Context: an optimization exercise on an open-source flow, tuned for small area, a short achievable clock period and few clock cycles. The choices shown serve that exercise and are no tape-out recipe. Only simulation tests tie the RTL to the original design; equivalence was not proved. No activity file was given, so power comes from the tool's default toggle rates.

<file path="design/flow/run.sh">
#!/bin/bash
# synth_recipe.tcl (not shown) runs the flow's synth.tcl, then flattens the netlist and writes it again
# the make line also repeats each setting of config.mk as NAME=value (left out here)
make -C /OpenROAD-flow-scripts/flow DESIGN_CONFIG=/design/flow/config.mk WORK_HOME=/design/flow/orfs CLKGATE_MAP_FILE= SYNTH_SCRIPT=/design/flow/synth_recipe.tcl finish
</file>
<file path="design/flow/config.mk">
export PLATFORM = sky130hd
export DESIGN_NAME = bale_decoder
export DESIGN_NICKNAME = bale_decoder
export VERILOG_FILES = /design/flow/design.v
export SDC_FILE = /design/flow/constraint.sdc
export NUM_CORES = 4
export LEC_CHECK = 0
export CAP_MARGIN = 20
export CORE_MARGIN = 2
export CORE_UTILIZATION = 40
export SLEW_MARGIN = 20
</file>
<file path="design/flow/constraint.sdc">
create_clock -name core_clock -period 9.0 [get_ports {clk}]
set_input_delay 1.8000 -clock core_clock [delete_from_list [all_inputs] [get_ports {clk}]]
set_output_delay 1.8000 -clock core_clock [all_outputs]
set_load 0.01 [all_outputs]
</file>
<file path="design/flow/design.v">
module bale_decoder (
    input  wire        clk,
    input  wire        rst,
    input  wire        in_valid,
    output wire        in_ready,
    input  wire [7:0]  in_data,
    input  wire        in_last,
    output wire        out_valid,
    input  wire        out_ready,
    output wire [7:0]  out_data,
    output reg         done,
    output reg         bad,
    output reg         crc_fail,
    output wire [31:0] label
);
    localparam [3:0] S_HDR     = 4'd0,
                     S_STORED  = 4'd1,
                     S_TAG     = 4'd2,
                     S_EXT0    = 4'd3,
                     S_EXT1    = 4'd4,
                     S_LITCHK  = 4'd5,
                     S_LIT     = 4'd6,
                     S_DCHK    = 4'd7,
                     S_DFLD    = 4'd8,
                     S_DEMIT   = 4'd9,
                     S_PAD     = 4'd10,
                     S_TRL     = 4'd11,
                     S_DISCARD = 4'd12,
                     S_DONE    = 4'd13,
                     S_BEND    = 4'd14;
    reg [3:0]  state;
    reg [3:0]  hdr_cnt;
    reg [15:0] magic;
    reg [7:0]  version;
    reg [7:0]  form;
    reg [31:0] clen32;
    reg [31:0] blen32;
    reg [31:0] label_r;
    reg [16:0] content_len;    
    reg [16:0] produced;       
    reg [3:0]  grain_pos;      
    reg [16:0] body_rem;       
    reg [1:0]  pad_rem;
    reg [1:0]  trl_cnt;
    reg [23:0] trailer;        
    reg        fmt_err;
    reg        crc_err;
    reg        tok_delta;      
    reg [4:0]  dw;             
    reg [15:0] ext;            
    reg        ext_is_long;    
    reg [16:0] lit_short_len;
    reg [16:0] lit_rem;
    reg [16:0] grains_rem;
    reg [31:0] bitbuf;
    reg [5:0]  bitcnt;
    reg [1:0]  fidx;
    reg [17:0] g0, g1, g2, g3;
    reg [3:0]  emit_idx;
    reg [35:0] hist;           
    reg [31:0] crc;
    reg        obuf_valid;
    reg [7:0]  obuf_data;
    assign out_valid = obuf_valid;
    assign out_data  = obuf_data;
    assign label     = label_r;
    wire obuf_free = !obuf_valid || out_ready;
    function [31:0] crc32c_byte;
        input [31:0] c;
        input [7:0]  b;
        integer k;
        reg [31:0] x;
        begin
            x = c ^ {24'd0, b};
            for (k = 0; k < 8; k = k + 1)
                x = x[0] ? ((x >> 1) ^ 32'h82F63B78) : (x >> 1);
            crc32c_byte = x;
        end
    endfunction
    reg accept;
    always @(*) begin
        case (state)
            S_HDR, S_TAG, S_PAD, S_TRL, S_DISCARD: accept = 1'b1;
            S_EXT0, S_EXT1:                        accept = (body_rem != 0);
            S_STORED, S_LIT:                       accept = obuf_free;
            S_DFLD:                                accept = (bitcnt < {1'b0, dw});
            default:                               accept = 1'b0;
        endcase
    end
    assign in_ready = accept;
    wire fire = in_valid && accept;
    wire [33:0] bale_size = ({2'b00, blen32} + 34'd23) & ~34'd3;
    wire        hdr_ok = (magic == 16'h5A42) &&
                         (version == 8'h01) &&
                         (form[7:1] == 7'd0) &&
                         (clen32 <= 32'd65536) &&
                         (form[0] || (blen32 == clen32)) &&
                         (bale_size <= ({2'b00, clen32} + 34'd24));
    wire [16:0] lit_len   = tok_delta ? 17'd0 :
                            (ext_is_long ? ({1'b0, ext} + 17'd64) : lit_short_len);
    wire [16:0] grains    = {1'b0, ext} + 17'd1;
    wire [22:0] delta_bits2 = grains * dw;              
    wire [22:0] delta_bytes = (delta_bits2 + 23'd1) >> 1;  
    wire [20:0] delta_out   = grains * 4'd9;
    wire lit_ok   = (lit_len <= body_rem) &&
                    ({1'b0, produced} + {1'b0, lit_len} <= {1'b0, content_len});
    wire delta_ok = (grain_pos == 4'd0) &&
                    (delta_bytes <= {6'd0, body_rem}) &&
                    ({4'd0, produced} + delta_out <= {4'd0, content_len});
    wire [31:0] dmask  = (32'd1 << dw) - 32'd1;
    wire [31:0] draw   = bitbuf & dmask;
    wire        dsign  = draw[dw - 5'd1];
    wire [17:0] dsext  = dsign ? (draw[17:0] | ~dmask[17:0]) : draw[17:0];
    reg  [17:0] pred;
    always @(*) begin
        case (fidx)
            2'd0: pred = hist[17:0];
            2'd1: pred = hist[35:18];
            2'd2: pred = g0;
            default: pred = g1;
        endcase
    end
    wire [17:0] field = pred + dsext;
    wire [71:0] grain = {g3, g2, g1, g0};
    wire [7:0]  grain_byte = grain[emit_idx*8 +: 8];
    wire [1:0] pad_need = 2'd0 - blen32[1:0];
    task automatic end_of_body;
        begin
            state <= S_BEND;
        end
    endtask
    task automatic check_body_end;
        begin
            if (produced != content_len) begin
                fmt_err <= 1'b1;
                state   <= S_DISCARD;
            end else if (pad_need != 2'd0) begin
                pad_rem <= pad_need;
                state   <= S_PAD;
            end else begin
                state   <= S_TRL;
            end
        end
    endtask
    task automatic fault_on_byte;
        begin
            fmt_err <= 1'b1;
            state   <= in_last ? S_DONE : S_DISCARD;
        end
    endtask
    task automatic produce;
        input [7:0] b;
        begin
            obuf_valid <= 1'b1;
            obuf_data  <= b;
            produced   <= produced + 17'd1;
            grain_pos  <= (grain_pos == 4'd8) ? 4'd0 : grain_pos + 4'd1;
            hist       <= {b, hist[35:8]};
            crc        <= crc32c_byte(crc, b);
        end
    endtask
    always @(posedge clk) begin
        if (rst) begin
            state       <= S_HDR;
            hdr_cnt     <= 4'd0;
            obuf_valid  <= 1'b0;
            done        <= 1'b0;
            bad         <= 1'b0;
            crc_fail    <= 1'b0;
            fmt_err     <= 1'b0;
            crc_err     <= 1'b0;
            produced    <= 17'd0;
            grain_pos   <= 4'd0;
            hist        <= 36'd0;
            crc         <= 32'hFFFFFFFF;
        end else begin
            done <= 1'b0;
            if (obuf_valid && out_ready)
                obuf_valid <= 1'b0;
            case (state)
                S_HDR: if (fire) begin
                    case (hdr_cnt)
                        4'd0:  magic[7:0]    <= in_data;
                        4'd1:  magic[15:8]   <= in_data;
                        4'd2:  version       <= in_data;
                        4'd3:  form          <= in_data;
                        4'd4:  clen32[7:0]   <= in_data;
                        4'd5:  clen32[15:8]  <= in_data;
                        4'd6:  clen32[23:16] <= in_data;
                        4'd7:  clen32[31:24] <= in_data;
                        4'd8:  blen32[7:0]   <= in_data;
                        4'd9:  blen32[15:8]  <= in_data;
                        4'd10: blen32[23:16] <= in_data;
                        4'd11: blen32[31:24] <= in_data;
                        4'd12: label_r[7:0]  <= in_data;
                        4'd13: label_r[15:8] <= in_data;
                        4'd14: label_r[23:16]<= in_data;
                        default: label_r[31:24] <= in_data;
                    endcase
                    hdr_cnt <= hdr_cnt + 4'd1;
                    if (in_last) begin
                        fmt_err <= 1'b1;
                        state   <= S_DONE;
                    end else if (hdr_cnt == 4'd15) begin
                        content_len <= clen32[16:0];
                        body_rem    <= blen32[16:0];
                        trl_cnt     <= 2'd0;
                        if (!hdr_ok) begin
                            fmt_err <= 1'b1;
                            state   <= S_DISCARD;
                        end else if (blen32 == 32'd0) begin
                            if (clen32 != 32'd0) begin
                                fmt_err <= 1'b1;
                                state   <= S_DISCARD;
                            end else begin
                                state <= S_TRL;
                            end
                        end else if (form[0]) begin
                            state <= S_TAG;
                        end else begin
                            state <= S_STORED;
                        end
                    end
                end
                S_STORED: if (fire) begin
                    produce(in_data);
                    body_rem <= body_rem - 17'd1;
                    if (in_last)
                        fault_on_byte();
                    else if (body_rem == 17'd1)
                        end_of_body();
                end
                S_TAG: if (fire) begin
                    body_rem <= body_rem - 17'd1;
                    if (in_last) begin
                        fault_on_byte();
                    end else begin
                        case (in_data[7:6])
                            2'b00: begin
                                tok_delta     <= 1'b0;
                                ext_is_long   <= (in_data[5:0] == 6'd63);
                                lit_short_len <= {11'd0, in_data[5:0]} + 17'd1;
                                ext           <= 16'd0;
                                state         <= (in_data[5:0] == 6'd63) ? S_EXT0 : S_LITCHK;
                            end
                            2'b10: begin
                                tok_delta <= 1'b1;
                                dw        <= in_data[4:0] + 5'd1;
                                if (in_data[5] || (in_data[4:0] > 5'd17)) begin
                                    fmt_err <= 1'b1;
                                    state   <= S_DISCARD;
                                end else begin
                                    state <= S_EXT0;
                                end
                            end
                            default: begin
                                fmt_err <= 1'b1;
                                state   <= S_DISCARD;
                            end
                        endcase
                    end
                end
                S_EXT0: begin
                    if (body_rem == 17'd0) begin
                        fmt_err <= 1'b1;
                        state   <= S_DISCARD;
                    end else if (fire) begin
                        body_rem  <= body_rem - 17'd1;
                        ext[7:0]  <= in_data;
                        if (in_last) fault_on_byte();
                        else         state <= S_EXT1;
                    end
                end
                S_EXT1: begin
                    if (body_rem == 17'd0) begin
                        fmt_err <= 1'b1;
                        state   <= S_DISCARD;
                    end else if (fire) begin
                        body_rem  <= body_rem - 17'd1;
                        ext[15:8] <= in_data;
                        if (in_last)        fault_on_byte();
                        else if (tok_delta) state <= S_DCHK;
                        else                state <= S_LITCHK;
                    end
                end
                S_LITCHK: begin
                    if (lit_ok) begin
                        lit_rem <= lit_len;
                        state   <= S_LIT;
                    end else begin
                        fmt_err <= 1'b1;
                        state   <= S_DISCARD;
                    end
                end
                S_LIT: if (fire) begin
                    produce(in_data);
                    body_rem <= body_rem - 17'd1;
                    lit_rem  <= lit_rem - 17'd1;
                    if (in_last)
                        fault_on_byte();
                    else if (lit_rem == 17'd1) begin
                        if (body_rem == 17'd1) end_of_body();
                        else                   state <= S_TAG;
                    end
                end
                S_DCHK: begin
                    if (delta_ok) begin
                        grains_rem <= grains;
                        bitbuf     <= 32'd0;
                        bitcnt     <= 6'd0;
                        fidx       <= 2'd0;
                        state      <= S_DFLD;
                    end else begin
                        fmt_err <= 1'b1;
                        state   <= S_DISCARD;
                    end
                end
                S_DFLD: begin
                    if (bitcnt < {1'b0, dw}) begin
                        if (fire) begin
                            bitbuf   <= bitbuf | ({24'd0, in_data} << bitcnt);
                            bitcnt   <= bitcnt + 6'd8;
                            body_rem <= body_rem - 17'd1;
                            if (in_last) fault_on_byte();
                        end
                    end else begin
                        case (fidx)
                            2'd0: g0 <= field;
                            2'd1: g1 <= field;
                            2'd2: g2 <= field;
                            default: g3 <= field;
                        endcase
                        bitbuf <= bitbuf >> dw;
                        bitcnt <= bitcnt - {1'b0, dw};
                        fidx   <= fidx + 2'd1;
                        if (fidx == 2'd3) begin
                            emit_idx <= 4'd0;
                            state    <= S_DEMIT;
                        end
                    end
                end
                S_DEMIT: if (obuf_free) begin
                    produce(grain_byte);
                    emit_idx <= emit_idx + 4'd1;
                    if (emit_idx == 4'd8) begin
                        grains_rem <= grains_rem - 17'd1;
                        if (grains_rem == 17'd1) begin
                            if (bitbuf != 32'd0) begin
                                fmt_err <= 1'b1;
                                state   <= S_DISCARD;
                            end else if (body_rem == 17'd0) begin
                                end_of_body();
                            end else begin
                                state <= S_TAG;
                            end
                        end else begin
                            state <= S_DFLD;
                        end
                    end
                end
                S_PAD: if (fire) begin
                    pad_rem <= pad_rem - 2'd1;
                    if (in_data != 8'd0)
                        fault_on_byte();
                    else if (in_last)
                        fault_on_byte();
                    else if (pad_rem == 2'd1)
                        state <= S_TRL;
                end
                S_TRL: if (fire) begin
                    trailer <= {in_data, trailer[23:8]};
                    trl_cnt <= trl_cnt + 2'd1;
                    if (trl_cnt == 2'd3) begin
                        if (!in_last) begin
                            fmt_err <= 1'b1;
                            state   <= S_DISCARD;
                        end else begin
                            crc_err <= ({in_data, trailer} != ~crc);
                            state   <= S_DONE;
                        end
                    end else if (in_last) begin
                        fault_on_byte();
                    end
                end
                S_BEND: check_body_end();
                S_DISCARD: if (fire && in_last) begin
                    state <= S_DONE;
                end
                S_DONE: begin
                    if (!obuf_valid) begin
                        done        <= 1'b1;
                        bad         <= fmt_err || crc_err;
                        crc_fail    <= !fmt_err && crc_err;
                        state       <= S_HDR;
                        hdr_cnt     <= 4'd0;
                        fmt_err     <= 1'b0;
                        crc_err     <= 1'b0;
                        produced    <= 17'd0;
                        grain_pos   <= 4'd0;
                        hist        <= 36'd0;
                        crc         <= 32'hFFFFFFFF;
                    end
                end
                default: state <= S_HDR;
            endcase
        end
    end
endmodule
</file>
==> metrics list <==
- Number of optimization iterations in the first detailed-route pass: 9
* Routed wire per std cell: ~22 um
- Slew at the pin closest to its max-slew limit: 1014 ps
- Along the worst path, the maximum fanout reaches 17.
* Clock root buffer: sky130_fd_sc_hd__clkbuf_16
- The number of hold buffers added after CTS was 0.
- The most used flip-flop cell after synthesis is sky130_fd_sc_hd__edfxtp_1.
* Hold slack final: 456.4 ps
- Worst hold path type: flip-flop to flip-flop
- Kind of cell adding the most delay to the critical path: adder cells
- The number of hold violations in the final report is 0.
- For this run, the slowest stage of the critical path takes 760 ps.
* Setup tns final: 0 ps
- Timing analysis after detailed placement gives a worst setup slack of ~820 ps.
- CP max stage cell: sky130_fd_sc_hd__xnor2_1
* I/O pin count: 58
- Post-CTS sizing: 0
- Netlist area before placement: 0.03680 mm2
- When the netlist entered floorplanning its net count stood at roughly 4200.
- Unrepaired setup endpoints after global routing: false
- Initial antenna violation count: 3
- Worst path required time: 9280 ps
* Row count: ~110
* Worst Path Buf+Inv: 4
* Count of fill cells added during filler insertion: 8882
- Starting Density: 40.27%
- The clock arrives with approximately 33 ps of skew.
* Count leader, synth: sky130_fd_sc_hd__nand2_1
- In this run the horizontal extent of the chip is 307.3 um.
- The die covers 0.09443 mm2.
* Cell Pwr Density: 226.4 mW/mm2
- Via count: 29669
* Share of the clock period used by the worst path after layout: about nine tenths
* Count of flip-flops with a built-in enable after synthesis: around 380
* Post-synth ARST share: 0%
* Critical path startpoint category: flip-flop
- The tool flagged a number of max-cap violations equal to 0.
- Number of levels in the clock H-tree: 2
- Post-DP HPWL: approximately 84000 um
* Via/cell ratio: around 5.8
* Final wirelength: 113200 um
- Overall power consumption: around 9.1 mW
- Global-route wire length before repair: 173300 um
- Once detail routing completed, the nets flagged for antenna violations numbered 0.
* Total overflow reported by the global router: 0
- Cts bufs inserted: 51
- Setup-failing EPs final: 0
* Endpoint arrival time on the critical path: 8470 ps
* Clock period minus worst slack: 8193 ps
- Entering global routing, the biggest net connects 81 pins.
- Most area-hungry cell type in the Yosys netlist: sky130_fd_sc_hd__edfxtp_1
* DRC marker count from the first detailed-route iteration: 3039
* Average footprint of a synthesized cell: roughly 9.4 um2
* All-Layer GR Usage: 23.54%
* Layout cells sized above 1: 6.959%
- Largest buffer count on any clock path: 3
- Max VDD drop: approximately 0.00027 V
- Element type at the critical path end: flip-flop
* Clock insertion delay at the later pin of the skew report: between 600 and 700 ps
* Leakage component of the power: 15.42 nW
- Summed over its instances, the top area cell type makes up 30.85% of the synthesized netlist area.
- The die is between 300 and 400 um tall.
* Largest cells by area after synthesis: sky130_fd_sc_hd__edfxtp_1, sky130_fd_sc_hd__ha_1, sky130_fd_sc_hd__xnor2_1
- Run status: no timing/DRC/antenna violations
* Area inside the core boundary: 0.09139 mm2
- Clock transition at the register clock pins on the worst setup and hold paths after CTS: 60 ps
* Area added between synthesis and finish: 9.259%
- Timing-limited maximum frequency: 0.1221 GHz
- For this run, the post-layout net count is between 4000 and 5000.
- In this run, synthesis produced a sequential element count of 481.
- In the routed design, unresolved DRC markers number 0.
- Worst-case headroom to the max-slew limit: between 30% and 40%
- For this run, the number of Yosys warnings is 1.
- Cell count after synthesis: 3900
- The final number of max-transition violations came to 0.
- Summing the sequential cell areas from Yosys gives a little over a third of the chip area.
* Final weighted congestion in routability-driven placement: 0.9434
* Crit Path Category: flip-flop to flip-flop
- Port bufs: 57
- Final Worst Setup Slack: 806.8 ps
- Number of distinct library cell variants in the gate-level netlist after synthesis: 98
- CTS tree: built
* Buffer count from post-CTS setup fixing: 0
- The number of global-route vias before repair is 28301.
- The count of cells in the finished layout, fillers not included, comes to 5110.
- By instance count, the cell type seen most on the critical path is sky130_fd_sc_hd__nand2_1.
- Clk sinks: slightly below 500
- Placed instance count: around 5000
- Top cells by count, synth: sky130_fd_sc_hd__nand2_1, sky130_fd_sc_hd__edfxtp_1, sky130_fd_sc_hd__nor2_1
-- final cells by class --
cell class / instances / area (um2) / share of cell area, %
Inverter: 263 / 987.2 / 2.455
Antenna cell: 1 / 2.502 / 0.006224
Timing Repair Buffer: 118 / 996.0 / 2.477
Clock buffer: 67 / 1378 / 3.426
Sequential cell: 481 / 13410 / 33.36
Clock inverter: 28 / 241.5 / 0.6006
Multi-Input combinational cell: 2966 / 21700 / 53.98
Tap cell: 1186 / 1484 / 3.691
-- sequential cells by signal (all words and copies together), names as in the netlist, 24 cells and up --
signal / cells
crc: 32
trailer: 24
bitbuf: 32
label_r: 32
clen32: 32
hist: 36
blen32: 32
-- cell families after synthesis --
kind of cell | Yosys count | share of synthesized area (%)
and+or+nand+nor | 1288 | 16.65
AOI/OAI and AO/OA | 790 | 14.26
DFF | 481 | 36.45
buffers and inverters | 453 | 4.839
xor gates and xnor gates | 450 | 11.60
adders and majority gates | 305 | 11.64
muxes | 133 | 4.563
-- routing by layer --
layer,global-route usage (%),up-vias,routed length (um)
li1,-,13996,-
met1,33.62,14345,51030
met3,2.945,172,7404
met2,37.31,1150,51690
met5,0,-,42
met4,6.852,6,3003
-- cell usage in the layout, fill, tap and decap left out, types with 48 or more instances in the layout --
| cell type | count |
|---|---|
| sky130_fd_sc_hd__and2_1 | 59 |
| sky130_fd_sc_hd__nand4_1 | 55 |
| sky130_fd_sc_hd__nand3_1 | 78 |
| sky130_fd_sc_hd__clkbuf_16 | 52 |
| sky130_fd_sc_hd__o21ai_0 | 176 |
| sky130_fd_sc_hd__fa_1 | 62 |
| sky130_fd_sc_hd__nor2_1 | 353 |
| sky130_fd_sc_hd__mux2i_1 | 80 |
| sky130_fd_sc_hd__buf_4 | 60 |
| sky130_fd_sc_hd__a21oi_1 | 195 |
| sky130_fd_sc_hd__nor4_1 | 64 |
| sky130_fd_sc_hd__ha_1 | 243 |
| sky130_fd_sc_hd__nand2_1 | 384 |
| sky130_fd_sc_hd__nor3_1 | 101 |
| sky130_fd_sc_hd__dfxtp_1 | 103 |
| sky130_fd_sc_hd__edfxtp_1 | 378 |
| sky130_fd_sc_hd__a21o_1 | 67 |
| sky130_fd_sc_hd__xnor2_1 | 291 |
| sky130_fd_sc_hd__clkdlybuf4s50_1 | 48 |
| sky130_fd_sc_hd__inv_1 | 259 |
| sky130_fd_sc_hd__xor2_1 | 130 |
-- power breakdown --
| part | internal (mW) | leakage (nW) | switching (mW) | total, mW |
|---|---|---|---|---|
| logic | 1.69 | 10.4 | 2.45 | 4.14 |
| registers | 2.65 | 4.27 | 0.251 | 2.90 |
| clock network | 1.15 | 0.792 | 0.914 | 2.06 |
-- worst paths after layout --
check / start / endpoint / slack (ps) / depth (start not counted)
worst min register to register: hist[9] / hist[1] / 460 / 2
worst max register to register: ext[0] / grains_rem[15] / 810 / 25
worst min-delay path: hist[9] / hist[1] / 460 / 2
worst max-delay path: ext[0] / grains_rem[15] / 810 / 25
-- worst register-to-register path, cell delays in order, from the launching register on --
cell,delay [ps]
sky130_fd_sc_hd__edfxtp_1,530
sky130_fd_sc_hd__ha_1,240
sky130_fd_sc_hd__and3_1,210
sky130_fd_sc_hd__and3_1,260
sky130_fd_sc_hd__nand2_1,90
sky130_fd_sc_hd__xnor2_1,760
sky130_fd_sc_hd__and2_1,270
sky130_fd_sc_hd__fa_1,460
sky130_fd_sc_hd__fa_1,540
sky130_fd_sc_hd__inv_1,60
sky130_fd_sc_hd__fa_1,530
sky130_fd_sc_hd__inv_1,40
sky130_fd_sc_hd__ha_1,380
sky130_fd_sc_hd__nand2_1,190
sky130_fd_sc_hd__o41ai_1,590
sky130_fd_sc_hd__xor2_1,150
sky130_fd_sc_hd__ha_1,320
sky130_fd_sc_hd__nand2_1,60
sky130_fd_sc_hd__nor2_1,130
sky130_fd_sc_hd__nand2_1,100
sky130_fd_sc_hd__o32a_1,360
sky130_fd_sc_hd__a2111oi_0,500
sky130_fd_sc_hd__buf_4,240
sky130_fd_sc_hd__a21oi_1,220
sky130_fd_sc_hd__nor4_2,320
sky130_fd_sc_hd__buf_4,310
-- through the flow --
stage | cell area, um2 | util, %
global route | 40200 | 43.99
detailed placement | 38570 | 42.21
global placement | 38570 | 42.21
CTS | 40190 | 43.98
finish | 40200 | 43.99
floorplan | 36800 | -
Testbench counts, summed over its fixed seeds: cycles 182,319.

what the ideal ports hide:
No port has a modelled driver above. Below, the same layout with a new extraction and two added sets of constraints.
Step 1 sets driving cells, clkbuf_16 on the clock port and buf_2 on the other inputs (assumed; they add their load-dependent delay and slew).
Step 2, shift: input delay + t, output delay - t, t = (earliest + latest rising clock arrival at the registers) / 2. This alone moves slack from input paths to output paths.
Three values: ideal, step 1, step 2; two values: the first two.
t, ns: 0.672
setup WS [ns]: 0.807 / 0.807 / 0.807
hold slack, ns: 0.456 / 0.456 / 0.456
worst setup path at the end: register to register
pins driven straight from the clock port: 1
After both steps setup and hold are still met in this run. For this run, drivers alone change the setup slack by 0.000 ns; drivers and shift together by 0.000 ns.
